Context: an optimization exercise on an open-source flow, tuned for small area. The choices shown serve that exercise and are no tape-out recipe.
Only simulation tests tie the RTL to the original design; equivalence was not proved.
Power is estimated from default activity; no workload was simulated.

==> flow/design.v (excerpt) <==
module notch_pair (
    input  wire        clk,
    input  wire        rst,
    input  wire        cfg_we,
    input  wire        cfg_sel,
    input  wire        cfg_en,
    input  wire [15:0] cfg_b0,
    input  wire [15:0] cfg_b1,
    input  wire [15:0] cfg_b2,
    input  wire [15:0] cfg_a1,
    input  wire [15:0] cfg_a2,
    input  wire        in_valid,
    output wire        in_ready,
    input  wire [15:0] in_x,
    input  wire        in_bad,
    output reg         out_valid,
    output wire [15:0] out_y,
    output wire        out_sat,
    output wire        out_bad
);
    reg  [159:0] coef;
    reg  [1:0]   en;
    reg  [1:0]   steady;
    reg  [15:0]  xs0, xs1, xs2, xs3;
    reg  [39:0]  ys0, ys1, ys2, ys3;
    reg          busy;
    reg          nt;         
    reg  [2:0]   t;          
    reg  [1:0]   k;          
    reg  [15:0]  xv;         
    reg          fl;         
    reg          bad;
    reg  [55:0]  acc;
    assign in_ready = ~busy;
    assign out_y    = xv;
    assign out_sat  = fl;
    assign out_bad  = bad;
    wire accept    = in_valid & ~busy;
    wire computing = busy & (t < 3'd5);
    wire wb1       = busy & (t == 3'd5);    
    wire wb2       = busy & (t == 3'd6);    
    wire en_n     = nt ? en[1] : en[0];
    wire steady_n = nt ? steady[1] : steady[0];
    wire s_x  = (t == 3'd0) | steady_n;
    wire s_x1 = ~steady_n & ((t == 3'd1) | (t == 3'd6));
    wire s_x2 = ~steady_n & (t == 3'd2);
    wire s_y1 = ~steady_n & ((t == 3'd3) | (t == 3'd5));
    wire s_y2 = ~steady_n & (t == 3'd4);
    wire [15:0] xo = ({16{s_x}} & xv) | ({16{s_x1}} & xs0) | ({16{s_x2}} & xs1);
    wire [39:0] yo = ({40{s_y1}} & ys0) | ({40{s_y2}} & ys1);
    wire [39:0] yop = yo | {{9{xo[15]}}, xo, 15'd0};
    wire [41:0] rq  = acc[55:14];
  ...
Size: roughly 1500 cells after synthesis, roughly 22000 um^2 of cells after synthesis.
==> module notch_pair, before the edit <==
module notch_pair (
    input  wire        clk,
    input  wire        rst,
    input  wire        cfg_we,
    input  wire        cfg_sel,
    input  wire        cfg_en,
    input  wire [15:0] cfg_b0,
    input  wire [15:0] cfg_b1,
    input  wire [15:0] cfg_b2,
    input  wire [15:0] cfg_a1,
    input  wire [15:0] cfg_a2,
    input  wire        in_valid,
    output wire        in_ready,
    input  wire [15:0] in_x,
    input  wire        in_bad,
    output reg         out_valid,
    output wire [15:0] out_y,
    output wire        out_sat,
    output wire        out_bad
);
    reg  [159:0] coef;
    reg  [1:0]   en;
    reg  [1:0]   steady;
    reg  [15:0]  xs0, xs1, xs2, xs3;
    reg  [39:0]  ys0, ys1, ys2, ys3;
    reg          busy;
    reg          nt;         
    reg  [2:0]   t;          
    reg  [1:0]   k;          
    reg  [15:0]  xv;         
    reg          fl;         
    reg          bad;
    reg  [55:0]  acc;
    assign in_ready = ~busy;
    assign out_y    = xv;
    assign out_sat  = fl;
    assign out_bad  = bad;
    wire accept    = in_valid & ~busy;
    wire computing = busy & (t < 3'd5);
    wire wb1       = busy & (t == 3'd5);    
    wire wb2       = busy & (t == 3'd6);    
    wire en_n     = nt ? en[1] : en[0];
    wire steady_n = nt ? steady[1] : steady[0];
    wire s_x  = (t == 3'd0) | steady_n;
    wire s_x1 = ~steady_n & ((t == 3'd1) | (t == 3'd6));
    wire s_x2 = ~steady_n & (t == 3'd2);
    wire s_y1 = ~steady_n & ((t == 3'd3) | (t == 3'd5));
    wire s_y2 = ~steady_n & (t == 3'd4);
    wire [15:0] xo = ({16{s_x}} & xv) | ({16{s_x1}} & xs0) | ({16{s_x2}} & xs1);
    wire [39:0] yo = ({40{s_y1}} & ys0) | ({40{s_y2}} & ys1);
    wire [39:0] yop = yo | {{9{xo[15]}}, xo, 15'd0};
    wire [41:0] rq  = acc[55:14];
    wire        ovf = ~((rq[41] == rq[40]) && (rq[40] == rq[39]));
    wire [39:0] rc  = ovf ? {rq[41], {39{~rq[41]}}} : rq[39:0];
    wire [39:0] rb  = (t == 3'd0) ? 40'd0 : rc;
    wire        sub = (t == 3'd3) | (t == 3'd4);
    wire [55:0] base = (k == 2'd0) ? {{14{rb[39]}}, rb, sub, sub}
                                   : {acc[51:0], sub, sub, sub, sub};
    wire        msel = busy ? nt : cfg_sel;
    wire [79:0] cn = msel ? coef[79:0] : coef[159:80];
    reg  [15:0] cw;
    always @(*) begin
        case (t)
            3'd0:    cw = cn[79:64];
            3'd1:    cw = cn[63:48];
            3'd2:    cw = cn[47:32];
            3'd3:    cw = cn[31:16];
            default: cw = cn[15:0];
        endcase
    end
    wire [16:0] cwx = {cw, 1'b0};
    wire [3:0]  cd  = (k == 2'd0) ? cwx[16:13] : (k == 2'd1) ? cwx[12:9] :
                      (k == 2'd2) ? cwx[8:5] : cwx[4:1];
    wire        cl  = (k == 2'd0) ? cwx[12] : (k == 2'd1) ? cwx[8] :
                      (k == 2'd2) ? cwx[4] : cwx[0];
    wire [55:0] nxt;
    notch_step u_step (.base(base), .c(cd), .cl(cl), .sub(sub), .y(yop), .s(nxt));
    wire [40:0] rnd  = {ys2[39], ys2} + 41'd16384;
    wire [25:0] q    = rnd[40:15];
    wire        q_hi = ~q[25] & (|q[24:15]);
    wire        q_lo = q[25] & ~(&q[24:15]);
    wire [15:0] yq   = q_hi ? 16'h7fff : q_lo ? 16'h8000 : q[15:0];
    wire [79:0] cfg_all = {cfg_b0, cfg_b1, cfg_b2, cfg_a1, cfg_a2};
    wire        en_sel  = cfg_sel ? en[1] : en[0];
    wire        cfg_change = (cfg_en & ~en_sel) | (cfg_all != cn);
    always @(posedge clk) begin
        if (rst | (cfg_we & ~cfg_sel)) coef[159:80] <= cfg_all;
        if (rst | (cfg_we & cfg_sel))  coef[79:0]   <= cfg_all;
        if (rst | (cfg_we & ~cfg_sel)) en[0] <= cfg_en & ~rst;
        if (rst | (cfg_we & cfg_sel))  en[1] <= cfg_en & ~rst;
        acc <= nxt;
        if (wb1) begin
            ys0 <= ys2;
            ys1 <= ys3;
            ys2 <= rc;
            ys3 <= yop;
        end
        if (wb2) begin
            xs0 <= xs2;
            xs1 <= xs3;
            xs2 <= xv;
            xs3 <= yop[30:15];
        end
        if (rst) begin
            steady    <= 2'b11;
            busy      <= 1'b0;
            out_valid <= 1'b0;
        end else begin
            out_valid <= 1'b0;
            if (accept) begin
                xv  <= in_bad ? 16'd0 : in_x;
                fl  <= 1'b0;
                bad <= in_bad;
                nt  <= 1'b0;
                t   <= 3'd0;
                k   <= 2'd0;
                if (in_bad) begin
                    steady    <= 2'b11;
                    out_valid <= 1'b1;
                end else begin
                    busy <= 1'b1;
                end
            end
            if (computing) begin
                if (t == 3'd4 && k == 2'd0 && en_n)
                    fl <= fl | ovf;
                k <= k + 2'd1;
                if (k == 2'd3)
                    t <= t + 3'd1;
            end
            if (wb1) begin
                if (en_n)
                    fl <= fl | ovf;
                t <= 3'd6;
            end
            if (wb2) begin
                if (en_n) begin
                    xv <= yq;
                    fl <= fl | q_hi | q_lo;
                end
                steady[nt] <= 1'b0;
                t  <= 3'd0;
                nt <= 1'b1;
                if (nt) begin
                    busy      <= 1'b0;
                    out_valid <= 1'b1;
                end
            end
            if (cfg_we) begin
                if (cfg_change)
                    steady[cfg_sel] <= 1'b1;
            end
        end
    end
endmodule
clock: 75.0 ns
lec_check: 0
abc_clock_period_in_ps: 75000
cap_margin: 0
core_margin: 2
core_utilization: 55
slew_margin: 0
standard.sh (not shown) runs the stock make flow with config.mk's settings and CLKGATE_MAP_FILE= SYNTH_SCRIPT=/design/flow/synth_recipe.tcl, a recipe that flattens the netlist after the stock synthesis.
==> flow/flow/run.sh <==
#!/bin/bash
# The standard layout (the standard.sh, ORFS), with three changes to how
# it is made:
#  - synthesis maps logic with an area-oriented abc script (synth.tcl, area.abc);
#  - ports are buffered with the smallest buffer (buf_1) instead of a delay cell;
#  - clock tree: sink clusters of up to 24 flip-flops on clkbuf_16, no dummy loads.
# Each step's full output is in orfs/logs; make's output in standard_finish.log.
set -euo pipefail
export NOTCH_ABC_SCRIPT=$PWD/flow/area.abc
CTS="-sink_clustering_enable -repair_clock_nets -dont_use_dummy_load"
CTS="$CTS -sink_clustering_size 24 -sink_clustering_max_diameter 120"
CTS="$CTS -buf_list {sky130_fd_sc_hd__clkbuf_16}"
bash standard.sh \
  "SYNTH_SCRIPT=$PWD/flow/synth.tcl" \
  "BUFFER_PORTS_ARGS=-buffer_cell sky130_fd_sc_hd__buf_1" \
  "CTS_ARGS=$CTS" \
  finish > standard_finish.log 2>&1
==> flow/flow/area.abc <==
&get -n
&st
&dch
&nf -a -R 1000
&put
topo
dnsize -c
==> flow/flow/synth.tcl <==
# The standard synthesis (synth_recipe.tcl), with one change: abc maps the
# logic with an area-oriented script (area.abc) instead of ORFS's speed script.
# Registers, their names and cell types are untouched by abc.
proc synth {args} { yosys synth -nofsm -noshare {*}$args }
proc abc {args} {
  set i [lsearch -exact $args -script]
  if { $i >= 0 } {
    set args [lreplace $args [expr {$i + 1}] [expr {$i + 1}] $::env(NOTCH_ABC_SCRIPT)]
  }
  yosys abc {*}$args
}
source $::env(SCRIPTS_DIR)/synth.tcl
# left out here: clear keep_hierarchy, flatten, clean up, hide names made inside functions, write 1_2_yosys.v
Edit:
--- a/flow/design.v
+++ b/flow/design.v
@@ -60,37 +60,43 @@
 );
     reg  [159:0] coef;
     reg  [1:0]   en;
     reg  [1:0]   steady;
     reg  [15:0]  xs0, xs1, xs2, xs3;
     reg  [39:0]  ys0, ys1, ys2, ys3;
+    reg          ph;
     reg          busy;
     reg          nt;         
     reg  [2:0]   t;          
+    reg          st;         
     reg  [1:0]   k;          
     reg  [15:0]  xv;         
     reg          fl;         
     reg          bad;
     reg  [55:0]  acc;
     assign in_ready = ~busy;
     assign out_y    = xv;
     assign out_sat  = fl;
     assign out_bad  = bad;
     wire accept    = in_valid & ~busy;
-    wire computing = busy & (t < 3'd5);
+    wire computing = busy & ~st & (t < 3'd5);
     wire wb1       = busy & (t == 3'd5);    
-    wire wb2       = busy & (t == 3'd6);    
+    wire wb2       = busy & (t == 3'd7);    
+    wire fr        = ph ~^ nt;              
     wire en_n     = nt ? en[1] : en[0];
     wire steady_n = nt ? steady[1] : steady[0];
     wire s_x  = (t == 3'd0) | steady_n;
-    wire s_x1 = ~steady_n & ((t == 3'd1) | (t == 3'd6));
+    wire s_x1 = ~steady_n & ((t == 3'd1) | (t == 3'd7));
     wire s_x2 = ~steady_n & (t == 3'd2);
     wire s_y1 = ~steady_n & ((t == 3'd3) | (t == 3'd5));
     wire s_y2 = ~steady_n & (t == 3'd4);
-    wire [15:0] xo = ({16{s_x}} & xv) | ({16{s_x1}} & xs0) | ({16{s_x2}} & xs1);
-    wire [39:0] yo = ({40{s_y1}} & ys0) | ({40{s_y2}} & ys1);
+    wire [15:0] xo = ({16{s_x}} & xv) |
+                     ({16{s_x1 & fr}} & xs0) | ({16{s_x1 & ~fr}} & xs2) |
+                     ({16{s_x2 & fr}} & xs1) | ({16{s_x2 & ~fr}} & xs3);
+    wire [39:0] yo = ({40{s_y1 & fr}} & ys0) | ({40{s_y1 & ~fr}} & ys2) |
+                     ({40{s_y2 & fr}} & ys1) | ({40{s_y2 & ~fr}} & ys3);
     wire [39:0] yop = yo | {{9{xo[15]}}, xo, 15'd0};
     wire [41:0] rq  = acc[55:14];
     wire        ovf = ~((rq[41] == rq[40]) && (rq[40] == rq[39]));
     wire [39:0] rc  = ovf ? {rq[41], {39{~rq[41]}}} : rq[39:0];
     wire [39:0] rb  = (t == 3'd0) ? 40'd0 : rc;
     wire        sub = (t == 3'd3) | (t == 3'd4);
@@ -112,13 +118,13 @@
     wire [3:0]  cd  = (k == 2'd0) ? cwx[16:13] : (k == 2'd1) ? cwx[12:9] :
                       (k == 2'd2) ? cwx[8:5] : cwx[4:1];
     wire        cl  = (k == 2'd0) ? cwx[12] : (k == 2'd1) ? cwx[8] :
                       (k == 2'd2) ? cwx[4] : cwx[0];
     wire [55:0] nxt;
     notch_step u_step (.base(base), .c(cd), .cl(cl), .sub(sub), .y(yop), .s(nxt));
-    wire [40:0] rnd  = {ys2[39], ys2} + 41'd16384;
+    wire [40:0] rnd  = {ys0[39], ys0} + 41'd16384;
     wire [25:0] q    = rnd[40:15];
     wire        q_hi = ~q[25] & (|q[24:15]);
     wire        q_lo = q[25] & ~(&q[24:15]);
     wire [15:0] yq   = q_hi ? 16'h7fff : q_lo ? 16'h8000 : q[15:0];
     wire [79:0] cfg_all = {cfg_b0, cfg_b1, cfg_b2, cfg_a1, cfg_a2};
     wire        en_sel  = cfg_sel ? en[1] : en[0];
@@ -126,24 +132,21 @@
     always @(posedge clk) begin
         if (rst | (cfg_we & ~cfg_sel)) coef[159:80] <= cfg_all;
         if (rst | (cfg_we & cfg_sel))  coef[79:0]   <= cfg_all;
         if (rst | (cfg_we & ~cfg_sel)) en[0] <= cfg_en & ~rst;
         if (rst | (cfg_we & cfg_sel))  en[1] <= cfg_en & ~rst;
         acc <= nxt;
-        if (wb1) begin
-            ys0 <= ys2;
-            ys1 <= ys3;
-            ys2 <= rc;
-            ys3 <= yop;
-        end
-        if (wb2) begin
-            xs0 <= xs2;
-            xs1 <= xs3;
-            xs2 <= xv;
-            xs3 <= yop[30:15];
-        end
+        ys0 <= ys2;
+        ys1 <= ys3;
+        ys2 <= wb1 ? rc : ys0;
+        ys3 <= wb1 ? yop : ys1;
+        xs0 <= xs2;
+        xs1 <= xs3;
+        xs2 <= wb2 ? xv : xs0;
+        xs3 <= wb2 ? yop[30:15] : xs1;
+        ph  <= ~ph & ~rst;
         if (rst) begin
             steady    <= 2'b11;
             busy      <= 1'b0;
             out_valid <= 1'b0;
         end else begin
             out_valid <= 1'b0;
@@ -151,31 +154,36 @@
                 xv  <= in_bad ? 16'd0 : in_x;
                 fl  <= 1'b0;
                 bad <= in_bad;
                 nt  <= 1'b0;
                 t   <= 3'd0;
                 k   <= 2'd0;
+                st  <= ~ph;          
                 if (in_bad) begin
                     steady    <= 2'b11;
                     out_valid <= 1'b1;
                 end else begin
                     busy <= 1'b1;
                 end
             end
+            if (st)
+                st <= 1'b0;
             if (computing) begin
                 if (t == 3'd4 && k == 2'd0 && en_n)
                     fl <= fl | ovf;
                 k <= k + 2'd1;
                 if (k == 2'd3)
                     t <= t + 3'd1;
             end
             if (wb1) begin
                 if (en_n)
                     fl <= fl | ovf;
                 t <= 3'd6;
             end
+            if (busy & (t == 3'd6))
+                t <= 3'd7;
             if (wb2) begin
                 if (en_n) begin
                     xv <= yq;
                     fl <= fl | q_hi | q_lo;
                 end
                 steady[nt] <= 1'b0;
Core utilization is higher by 0.14 points.
Via count climbs by roughly a tenth.
Area after synthesis drops by a few percent.
First-iteration DRC count drops by roughly a tenth.
Setup slack improves by 440 ps.
Clock-buffer cell count is unchanged.
Die area came out lower by a few percent.
Sequential share of layout area is lower by 7.7 points.
Synthesized cell count came out higher by about a fifth.
Routed wire length rose by a little under a tenth.
Total power went up by a few percent.

what the ideal ports hide:
How much do the figures lean on ideal ports? The routed layouts below were timed once more, with nothing changed but the port constraints. Step 1 assumes that a clkbuf_16 drives the clock port and a buf_2 every other input. Step 2, shift: input delay + t, output delay - t, t = (earliest + latest rising clock arrival at the registers) / 2. This alone moves slack from input paths to output paths. a / b / c = no drivers / after step 1 / after step 2; a / b = the first two.
run | t (ns) | slack for setup (ns) | worst data-port slew with drivers (ns)
the first run | 0.617 | 33.551 / 33.585 / 32.968 | 0.07
the second run | 0.611 | 33.991 / 34.026 / 33.414 | 0.08
After both steps setup and hold are still met in every run listed. For the first run, which loses most, drivers alone change the setup slack by +0.034 ns; drivers and shift together by -0.583 ns.
